Background: an optimization exercise with open tools, aiming at small area. Do not read the settings as production practice.
In this exercise RTL edits were held to simulation tests only and were not proved equivalent to the original.
Power and IR drop assume default switching activity.

==> inputs of job 1868 <==
Design mon_decim, start of the top module:
module mon_decim (
    input  wire        clk,
    input  wire        rst,         
    input  wire        en,
    input  wire [1:0]  order,       
    input  wire [12:0] decim,       
    input  wire [4:0]  shift_cic,   
    input  wire [4:0]  dc_k,        
    input  wire        dc_en,
    input  wire        freeze,
    input  wire        hi_en,
    input  wire        lo_en,
    input  wire [3:0]  trip_cnt,    
    input  wire [23:0] thr_hi,
    input  wire [23:0] thr_lo,
    input  wire        clr_hi,
    input  wire        clr_lo,
    input  wire        in_valid,
    input  wire [23:0] in_data,     
    output reg         out_valid,
    output wire [23:0] out_value,
    output wire        out_clip,
    output reg         trip_hi,
    output reg         trip_lo
);
make LEC_CHECK=0 CAP_MARGIN=20 CORE_MARGIN=2 CORE_UTILIZATION=40 SLEW_MARGIN=20 finish   # period 12.5 ns
run.sh (not shown) runs the stock make flow with config.mk's settings and CLKGATE_MAP_FILE= SYNTH_SCRIPT=/design/flow/synth_recipe.tcl, a recipe that flattens the netlist after the stock synthesis.
==> inputs of job 7461, as changes to job 1868 <==
--- a/flow/design.v
+++ b/flow/design.v
@@ -39,22 +39,23 @@
     wire [11:0] ginc_l;
     wire        ginc_c;
     rca #(12) ug (gcnt, 12'd0, 1'b1, ginc_l, ginc_c);
     wire [12:0] ginc   = {ginc_c, ginc_l};
     wire        glast  = (ginc == decim);
-    wire        gfirst = (gcnt == 12'd0);
     always @(posedge clk)
         if (kill)      gcnt <= 12'd0;
         else if (take) gcnt <= glast ? 12'd0 : ginc[11:0];
     reg [23:0] x_hold;
     reg        xsgn;
     always @(posedge clk) begin
         if (take) x_hold <= in_data;
         if (ph1)  xsgn   <= x_hold[23];
     end
+    wire gfirst = (gcnt == 12'd0);
     reg pend, pend_first, pend_last;
     reg ip, ip_first, ip_last;
+    reg cp;                             
     wire start = ph6 & (pend | take);
     always @(posedge clk) begin
         if (take) begin
             pend_first <= gfirst;
             pend_last  <= glast;
@@ -64,63 +65,64 @@
             ip_last  <= take ? glast  : pend_last;
         end
         if (kill) begin
             pend <= 1'b0;
             ip   <= 1'b0;
+            cp   <= 1'b0;
         end else begin
             pend <= start ? 1'b0 : (pend | take);
             ip   <= start | (ip & ~ph6);
+            cp   <= ph6 ? (ip & ip_last) : cp;
         end
     end
     wire ipk = ip & ~kill;
-    wire cp  = ipk & ip_last;           
     wire ci  = ipk & ~ph0;              
     reg [83:0] I1, I2, I3, I4, A;
     reg c1, c2, c3, c4, cA;
     wire n5 = (order == 2'd2);
     wire n4 = (order != 2'd0);
     wire [11:0] xd = ~ipk ? 12'd0 :
                      ph0  ? x_hold[11:0] :
                      ph1  ? x_hold[23:12] : {12{xsgn}};
-    wire [11:0] r1 = I1[11:0] & {12{~zf & n5}};
-    wire [11:0] r2 = I2[11:0] & {12{~zf & n4}};
-    wire [11:0] r3 = I3[11:0] & {12{~zf}};
-    wire [11:0] r4 = I4[11:0] & {12{~zf}};
-    wire [11:0] rA = A[11:0]  & {12{~(ipk & ip_first)}};
+    wire [11:0] r1 = I1[11:0];
+    wire [11:0] r2 = I2[11:0];
+    wire [11:0] r3 = I3[11:0];
+    wire [11:0] r4 = I4[11:0];
+    wire [11:0] rA = A[11:0] & {12{~(ipk & ip_first)}};    
     wire [11:0] s1, s2, s3, s4, sA;
     wire o1, o2, o3, o4, oA;
     rca #(12) u1 (r1, xd, c1 & ci, s1, o1);
     rca #(12) u2 (r2, s1 & {12{ipk}}, c2 & ci, s2, o2);
     rca #(12) u3 (r3, s2 & {12{ipk}}, c3 & ci, s3, o3);
     rca #(12) u4 (r4, s3 & {12{ipk}}, c4 & ci, s4, o4);
     rca #(12) uA (rA, s4 & {12{ipk}}, cA & ci, sA, oA);
     always @(posedge clk) begin
-        I1 <= {s1, I1[83:12]};
-        I2 <= {s2, I2[83:12]};
-        I3 <= {s3, I3[83:12]};
-        I4 <= {s4, I4[83:12]};
+        I1 <= {s1 & {12{~zf & n5}}, I1[83:12]};
+        I2 <= {s2 & {12{~zf & n4}}, I2[83:12]};
+        I3 <= {s3 & {12{~zf}}, I3[83:12]};
+        I4 <= {s4 & {12{~zf}}, I4[83:12]};
         A  <= {sA, A[83:12]};
         c1 <= o1; c2 <= o2; c3 <= o3; c4 <= o4; cA <= oA;
     end
     reg [83:0] Ca, Cb, Cc, Cd;
     reg ca, cb, cc, cd;
-    wire [11:0] ra = Ca[11:0] & {12{~zf & n5}};
-    wire [11:0] rb = Cb[11:0] & {12{~zf & n4}};
-    wire [11:0] rc = Cc[11:0] & {12{~zf}};
-    wire [11:0] rd = Cd[11:0] & {12{~zf}};
+    wire [11:0] ra = Ca[11:0];
+    wire [11:0] rb = Cb[11:0];
+    wire [11:0] rc = Cc[11:0];
+    wire [11:0] rd = Cd[11:0];
     wire [11:0] na = ~ra, nb = ~rb, nc = ~rc, nd = ~rd;
     wire [11:0] ta, tb, tc, td;
     wire oa, ob, oc, od;
-    rca #(12) ua (sA, na, ph0 | ca, ta, oa);
+    rca #(12) ua (A[11:0], na, ph0 | ca, ta, oa);
     rca #(12) ub (ta, nb, ph0 | cb, tb, ob);
     rca #(12) uc (tb, nc, ph0 | cc, tc, oc);
     rca #(12) ud (tc, nd, ph0 | cd, td, od);
     always @(posedge clk) begin
-        Ca <= {cp ? sA : ra, Ca[83:12]};
-        Cb <= {cp ? ta : rb, Cb[83:12]};
-        Cc <= {cp ? tb : rc, Cc[83:12]};
-        Cd <= {cp ? tc : rd, Cd[83:12]};
+        Ca <= {(cp & n5) ? A[11:0] : ra & {12{~zf}}, Ca[83:12]};
+        Cb <= {(cp & n4) ? ta : rb & {12{~zf}}, Cb[83:12]};
+        Cc <= {cp ? tb : rc & {12{~zf}}, Cc[83:12]};
+        Cd <= {cp ? tc : rd & {12{~zf}}, Cd[83:12]};
         ca <= oa; cb <= ob; cc <= oc; cd <= od;
     end
     wire [4:0] s    = shift_cic;
     wire [4:0] sm1  = s - 5'd1;
     wire [1:0] rdig = sm1 / 12;
@@ -154,37 +156,64 @@
     end
     reg pe;        
     always @(posedge clk) pe <= cp & ph6;
     wire        xs_clip = b84 ? any0 : any1;
     wire [23:0] xs      = xs_clip ? {b84, {23{~b84}}} : W;
+    reg p1, p2;
+    always @(posedge clk) begin
+        p1 <= pe & ~kill;
+        p2 <= p1 & ~kill;
+        out_valid <= p2 & ~kill;
+    end
+    wire p3 = out_valid;
     reg  [43:0] mean;
     wire [24:0] xs25 = {xs[23], xs};
     wire [24:0] nmh  = ~{mean[43], mean[43:20]};
     wire [24:0] y_diff;
     rca #(25) uy (xs25, nmh, 1'b1, y_diff, );
+    reg  [24:0] ydq;
+    always @(posedge clk) if (pe) ydq <= y_diff;
     wire [19:0] dlo;
     wire        lz;                        
     rca #(20) ul (~mean[19:0], 20'd0, 1'b1, dlo, lz);
+    reg         bq;
+    always @(posedge clk) if (p1) bq <= ~lz;
     wire [24:0] dhi;
-    rca #(25) uh (xs25, nmh, lz, dhi, );
+    wire [25:0] bw;
+    assign bw[0] = p1 ? ~lz : bq;
+    genvar gi;
+    generate for (gi = 0; gi < 25; gi = gi + 1) begin : gdec
+        assign dhi[gi]  = ydq[gi] ^ bw[gi];
+        assign bw[gi+1] = bw[gi] & ~ydq[gi];
+    end endgenerate
     wire [40:0] d4     = {dhi, dlo[19:4]};
     wire [4:0]  kk     = dc_k - 5'd4;
     wire [40:0] m_step = $signed(d4) >>> kk;
-    wire [43:0] m_next;
-    rca #(44) um (mean, {{3{m_step[40]}}, m_step}, 1'b0, m_next, );
-    wire dc_pos_ovf = (y_diff[24:23] == 2'b01);
-    wire dc_neg_ovf = (y_diff[24:23] == 2'b10);
-    wire [23:0] y_dc = dc_pos_ovf ? 24'h7FFFFF :
-                       dc_neg_ovf ? 24'h800000 : y_diff[23:0];
-    wire [23:0] y      = dc_en ? y_dc : xs;
-    wire        y_clip = xs_clip | (dc_en & (dc_pos_ovf | dc_neg_ovf));
-    always @(posedge clk) begin
+    wire [43:0] ms     = {{3{m_step[40]}}, m_step};
+    wire [15:0] mn0;
+    wire [13:0] mn1, mn2;
+    wire        mc0, mc1;
+    reg         mq0, mq1;
+    rca #(16) um0 (mean[15:0],  ms[15:0],  1'b0, mn0, mc0);
+    rca #(14) um1 (mean[29:16], ms[29:16], mq0,  mn1, mc1);
+    rca #(14) um2 (mean[43:30], ms[43:30], mq1,  mn2, );
+    always @(posedge clk) begin
+        mq0 <= mc0;
+        mq1 <= mc1;
         if (kill || !dc_en)
             mean <= 44'd0;
-        else if (out_valid && !freeze)
-            mean <= m_next;
-    end
+        else if (!freeze) begin
+            if (p1) mean[15:0]  <= mn0;
+            if (p2) mean[29:16] <= mn1;
+            if (p3) mean[43:30] <= mn2;
+        end
+    end
+    wire dc_pos_ovf = (ydq[24:23] == 2'b01);
+    wire dc_neg_ovf = (ydq[24:23] == 2'b10);
+    wire [23:0] y = dc_pos_ovf ? 24'h7FFFFF :
+                    dc_neg_ovf ? 24'h800000 : ydq[23:0];
+    wire y_clip = xs_clip | dc_pos_ovf | dc_neg_ovf;
     assign out_value = y;
     assign out_clip  = y_clip;
     wire [24:0] dhi_t, dlo_t;
     rca #(25) uth ({thr_hi[23], thr_hi}, ~{y[23], y}, 1'b1, dhi_t, );
     rca #(25) utl ({y[23], y}, ~{thr_lo[23], thr_lo}, 1'b1, dlo_t, );
@@ -209,20 +238,18 @@
                 run_lo  <= 4'd0;
             end
             if (!en) begin
                 run_hi <= 4'd0;
                 run_lo <= 4'd0;
-            end else if (pe) begin
+            end else if (p2) begin
                 run_hi <= run_hi_next;
                 run_lo <= run_lo_next;
                 if (run_hi_next >= trip_cnt && above) trip_hi <= 1'b1;
                 if (run_lo_next >= trip_cnt && below) trip_lo <= 1'b1;
             end
         end
     end
-    always @(posedge clk)
-        out_valid <= ~kill & pe;
 endmodule
 module rca #(parameter W = 12) (
     input  wire [W-1:0] a,
     input  wire [W-1:0] b,
     input  wire         ci,
--- a/flow/config.mk
+++ b/flow/config.mk
@@ -5,7 +5,9 @@
 export SDC_FILE = /design/flow/constraint.sdc
 export NUM_CORES = 4
 export LEC_CHECK = 0
 export CAP_MARGIN = 20
 export CORE_MARGIN = 2
-export CORE_UTILIZATION = 40
+export CORE_UTILIZATION = 60
+export CTS_CLUSTER_DIAMETER = 200
+export CTS_CLUSTER_SIZE = 30
 export SLEW_MARGIN = 20
==> inputs of job 571, as changes to job 1868 <==
--- a/flow/design.v
+++ b/flow/design.v
@@ -39,22 +39,23 @@
     wire [11:0] ginc_l;
     wire        ginc_c;
     rca #(12) ug (gcnt, 12'd0, 1'b1, ginc_l, ginc_c);
     wire [12:0] ginc   = {ginc_c, ginc_l};
     wire        glast  = (ginc == decim);
-    wire        gfirst = (gcnt == 12'd0);
     always @(posedge clk)
         if (kill)      gcnt <= 12'd0;
         else if (take) gcnt <= glast ? 12'd0 : ginc[11:0];
     reg [23:0] x_hold;
     reg        xsgn;
     always @(posedge clk) begin
         if (take) x_hold <= in_data;
         if (ph1)  xsgn   <= x_hold[23];
     end
+    wire gfirst = (gcnt == 12'd0);
     reg pend, pend_first, pend_last;
     reg ip, ip_first, ip_last;
+    reg cp;                             
     wire start = ph6 & (pend | take);
     always @(posedge clk) begin
         if (take) begin
             pend_first <= gfirst;
             pend_last  <= glast;
@@ -64,63 +65,64 @@
             ip_last  <= take ? glast  : pend_last;
         end
         if (kill) begin
             pend <= 1'b0;
             ip   <= 1'b0;
+            cp   <= 1'b0;
         end else begin
             pend <= start ? 1'b0 : (pend | take);
             ip   <= start | (ip & ~ph6);
+            cp   <= ph6 ? (ip & ip_last) : cp;
         end
     end
     wire ipk = ip & ~kill;
-    wire cp  = ipk & ip_last;           
     wire ci  = ipk & ~ph0;              
     reg [83:0] I1, I2, I3, I4, A;
     reg c1, c2, c3, c4, cA;
     wire n5 = (order == 2'd2);
     wire n4 = (order != 2'd0);
     wire [11:0] xd = ~ipk ? 12'd0 :
                      ph0  ? x_hold[11:0] :
                      ph1  ? x_hold[23:12] : {12{xsgn}};
-    wire [11:0] r1 = I1[11:0] & {12{~zf & n5}};
-    wire [11:0] r2 = I2[11:0] & {12{~zf & n4}};
-    wire [11:0] r3 = I3[11:0] & {12{~zf}};
-    wire [11:0] r4 = I4[11:0] & {12{~zf}};
-    wire [11:0] rA = A[11:0]  & {12{~(ipk & ip_first)}};
+    wire [11:0] r1 = I1[11:0];
+    wire [11:0] r2 = I2[11:0];
+    wire [11:0] r3 = I3[11:0];
+    wire [11:0] r4 = I4[11:0];
+    wire [11:0] rA = A[11:0] & {12{~(ipk & ip_first)}};    
     wire [11:0] s1, s2, s3, s4, sA;
     wire o1, o2, o3, o4, oA;
     rca #(12) u1 (r1, xd, c1 & ci, s1, o1);
     rca #(12) u2 (r2, s1 & {12{ipk}}, c2 & ci, s2, o2);
     rca #(12) u3 (r3, s2 & {12{ipk}}, c3 & ci, s3, o3);
     rca #(12) u4 (r4, s3 & {12{ipk}}, c4 & ci, s4, o4);
     rca #(12) uA (rA, s4 & {12{ipk}}, cA & ci, sA, oA);
     always @(posedge clk) begin
-        I1 <= {s1, I1[83:12]};
-        I2 <= {s2, I2[83:12]};
-        I3 <= {s3, I3[83:12]};
-        I4 <= {s4, I4[83:12]};
+        I1 <= {s1 & {12{~zf & n5}}, I1[83:12]};
+        I2 <= {s2 & {12{~zf & n4}}, I2[83:12]};
+        I3 <= {s3 & {12{~zf}}, I3[83:12]};
+        I4 <= {s4 & {12{~zf}}, I4[83:12]};
         A  <= {sA, A[83:12]};
         c1 <= o1; c2 <= o2; c3 <= o3; c4 <= o4; cA <= oA;
     end
     reg [83:0] Ca, Cb, Cc, Cd;
     reg ca, cb, cc, cd;
-    wire [11:0] ra = Ca[11:0] & {12{~zf & n5}};
-    wire [11:0] rb = Cb[11:0] & {12{~zf & n4}};
-    wire [11:0] rc = Cc[11:0] & {12{~zf}};
-    wire [11:0] rd = Cd[11:0] & {12{~zf}};
+    wire [11:0] ra = Ca[11:0];
+    wire [11:0] rb = Cb[11:0];
+    wire [11:0] rc = Cc[11:0];
+    wire [11:0] rd = Cd[11:0];
     wire [11:0] na = ~ra, nb = ~rb, nc = ~rc, nd = ~rd;
     wire [11:0] ta, tb, tc, td;
     wire oa, ob, oc, od;
-    rca #(12) ua (sA, na, ph0 | ca, ta, oa);
+    rca #(12) ua (A[11:0], na, ph0 | ca, ta, oa);
     rca #(12) ub (ta, nb, ph0 | cb, tb, ob);
     rca #(12) uc (tb, nc, ph0 | cc, tc, oc);
     rca #(12) ud (tc, nd, ph0 | cd, td, od);
     always @(posedge clk) begin
-        Ca <= {cp ? sA : ra, Ca[83:12]};
-        Cb <= {cp ? ta : rb, Cb[83:12]};
-        Cc <= {cp ? tb : rc, Cc[83:12]};
-        Cd <= {cp ? tc : rd, Cd[83:12]};
+        Ca <= {(cp & n5) ? A[11:0] : ra & {12{~zf}}, Ca[83:12]};
+        Cb <= {(cp & n4) ? ta : rb & {12{~zf}}, Cb[83:12]};
+        Cc <= {cp ? tb : rc & {12{~zf}}, Cc[83:12]};
+        Cd <= {cp ? tc : rd & {12{~zf}}, Cd[83:12]};
         ca <= oa; cb <= ob; cc <= oc; cd <= od;
     end
     wire [4:0] s    = shift_cic;
     wire [4:0] sm1  = s - 5'd1;
     wire [1:0] rdig = sm1 / 12;
@@ -154,37 +156,64 @@
     end
     reg pe;        
     always @(posedge clk) pe <= cp & ph6;
     wire        xs_clip = b84 ? any0 : any1;
     wire [23:0] xs      = xs_clip ? {b84, {23{~b84}}} : W;
+    reg p1, p2;
+    always @(posedge clk) begin
+        p1 <= pe & ~kill;
+        p2 <= p1 & ~kill;
+        out_valid <= p2 & ~kill;
+    end
+    wire p3 = out_valid;
     reg  [43:0] mean;
     wire [24:0] xs25 = {xs[23], xs};
     wire [24:0] nmh  = ~{mean[43], mean[43:20]};
     wire [24:0] y_diff;
     rca #(25) uy (xs25, nmh, 1'b1, y_diff, );
+    reg  [24:0] ydq;
+    always @(posedge clk) if (pe) ydq <= y_diff;
     wire [19:0] dlo;
     wire        lz;                        
     rca #(20) ul (~mean[19:0], 20'd0, 1'b1, dlo, lz);
+    reg         bq;
+    always @(posedge clk) if (p1) bq <= ~lz;
     wire [24:0] dhi;
-    rca #(25) uh (xs25, nmh, lz, dhi, );
+    wire [25:0] bw;
+    assign bw[0] = p1 ? ~lz : bq;
+    genvar gi;
+    generate for (gi = 0; gi < 25; gi = gi + 1) begin : gdec
+        assign dhi[gi]  = ydq[gi] ^ bw[gi];
+        assign bw[gi+1] = bw[gi] & ~ydq[gi];
+    end endgenerate
     wire [40:0] d4     = {dhi, dlo[19:4]};
     wire [4:0]  kk     = dc_k - 5'd4;
     wire [40:0] m_step = $signed(d4) >>> kk;
-    wire [43:0] m_next;
-    rca #(44) um (mean, {{3{m_step[40]}}, m_step}, 1'b0, m_next, );
-    wire dc_pos_ovf = (y_diff[24:23] == 2'b01);
-    wire dc_neg_ovf = (y_diff[24:23] == 2'b10);
-    wire [23:0] y_dc = dc_pos_ovf ? 24'h7FFFFF :
-                       dc_neg_ovf ? 24'h800000 : y_diff[23:0];
-    wire [23:0] y      = dc_en ? y_dc : xs;
-    wire        y_clip = xs_clip | (dc_en & (dc_pos_ovf | dc_neg_ovf));
-    always @(posedge clk) begin
+    wire [43:0] ms     = {{3{m_step[40]}}, m_step};
+    wire [15:0] mn0;
+    wire [13:0] mn1, mn2;
+    wire        mc0, mc1;
+    reg         mq0, mq1;
+    rca #(16) um0 (mean[15:0],  ms[15:0],  1'b0, mn0, mc0);
+    rca #(14) um1 (mean[29:16], ms[29:16], mq0,  mn1, mc1);
+    rca #(14) um2 (mean[43:30], ms[43:30], mq1,  mn2, );
+    always @(posedge clk) begin
+        mq0 <= mc0;
+        mq1 <= mc1;
         if (kill || !dc_en)
             mean <= 44'd0;
-        else if (out_valid && !freeze)
-            mean <= m_next;
-    end
+        else if (!freeze) begin
+            if (p1) mean[15:0]  <= mn0;
+            if (p2) mean[29:16] <= mn1;
+            if (p3) mean[43:30] <= mn2;
+        end
+    end
+    wire dc_pos_ovf = (ydq[24:23] == 2'b01);
+    wire dc_neg_ovf = (ydq[24:23] == 2'b10);
+    wire [23:0] y = dc_pos_ovf ? 24'h7FFFFF :
+                    dc_neg_ovf ? 24'h800000 : ydq[23:0];
+    wire y_clip = xs_clip | dc_pos_ovf | dc_neg_ovf;
     assign out_value = y;
     assign out_clip  = y_clip;
     wire [24:0] dhi_t, dlo_t;
     rca #(25) uth ({thr_hi[23], thr_hi}, ~{y[23], y}, 1'b1, dhi_t, );
     rca #(25) utl ({y[23], y}, ~{thr_lo[23], thr_lo}, 1'b1, dlo_t, );
@@ -209,20 +238,18 @@
                 run_lo  <= 4'd0;
             end
             if (!en) begin
                 run_hi <= 4'd0;
                 run_lo <= 4'd0;
-            end else if (pe) begin
+            end else if (p2) begin
                 run_hi <= run_hi_next;
                 run_lo <= run_lo_next;
                 if (run_hi_next >= trip_cnt && above) trip_hi <= 1'b1;
                 if (run_lo_next >= trip_cnt && below) trip_lo <= 1'b1;
             end
         end
     end
-    always @(posedge clk)
-        out_valid <= ~kill & pe;
 endmodule
 module rca #(parameter W = 12) (
     input  wire [W-1:0] a,
     input  wire [W-1:0] b,
     input  wire         ci,
==> comparison table <==
| metric | job 571 | job 1868 | job 7461 |
|---|---|---|---|
| Status | finished with violations | finished with violations | finished with violations |
| Reasons for failing layout checks | setup timing | setup timing | setup timing |
| Chip height | 295 um | 292 um | 241 um |
| Area after DPL | 37200 um2 | 38900 um2 | 36700 um2 |
| Detailed-routed wire length on met3 | 3.67 mm | 2.67 mm | 2.72 mm |
| Top Metal Used | met5 | met4 | met4 |
| Count of cells resized by post-cts repair | 22 | 362 | 23 |
| Maximum clock rate | 79.4 MHz | 39.4 MHz | 77.9 MHz |
| TritonCTS sink count | 941 | 910 | 941 |
| Portion of the layout cell area used by clock cells | 0.0771 | 0.0677 | 0.0273 |
| Floorplan Core Area | 83700 um2 | 82100 um2 | 55400 um2 |
| Number of fillers in the final layout | 7348 | 6944 | 4010 |
| Detailed route wirelength on metal2 | 34.0 mm | 37.0 mm | 34.4 mm |
| Count of placed standard cells including taps | 4004 | 4315 | 3612 |
| Combinational group share of total power | 0.053 | 0.071 | 0.073 |
| Buffer count from post-CTS setup fixing | 5 | 88 | 40 |
| Sw Pwr | 1.33 mW | 1.35 mW | 1.06 mW |

afterwards: timing with drivers on the ports:
No port has a modelled driver above. Below, the same layouts with a new extraction and two added sets of constraints.
Step 1: set_driving_cell puts a clkbuf_16 on clk and a buf_2 on each other input, an assumption about the parent block.
Step 2 adds t to the input delays and takes it off the output delays; t is the mean of the earliest and latest rising clock arrival at the registers after step 1. Input paths then give back, and output paths get back, about the clock's delay inside the block.
Three values: ideal, step 1, step 2; two values: the first two.
| run | t (ns) | setup WS [ns] | worst setup path after step 2 | clock arrival spread, ns | cell pins on the clock port's net |
|---|---|---|---|---|---|
| job 1868 | 0.688 | -12.860 / -12.860 / -12.860 | register to register | 0.054 / 0.055 | 1 |
| job 7461 | 0.641 | -0.335 / -0.335 / -0.335 | register to register | 0.030 / 0.031 | 1 |
| job 571 | 0.691 | -0.098 / -0.098 / -0.098 | register to register | 0.030 / 0.030 | 1 |
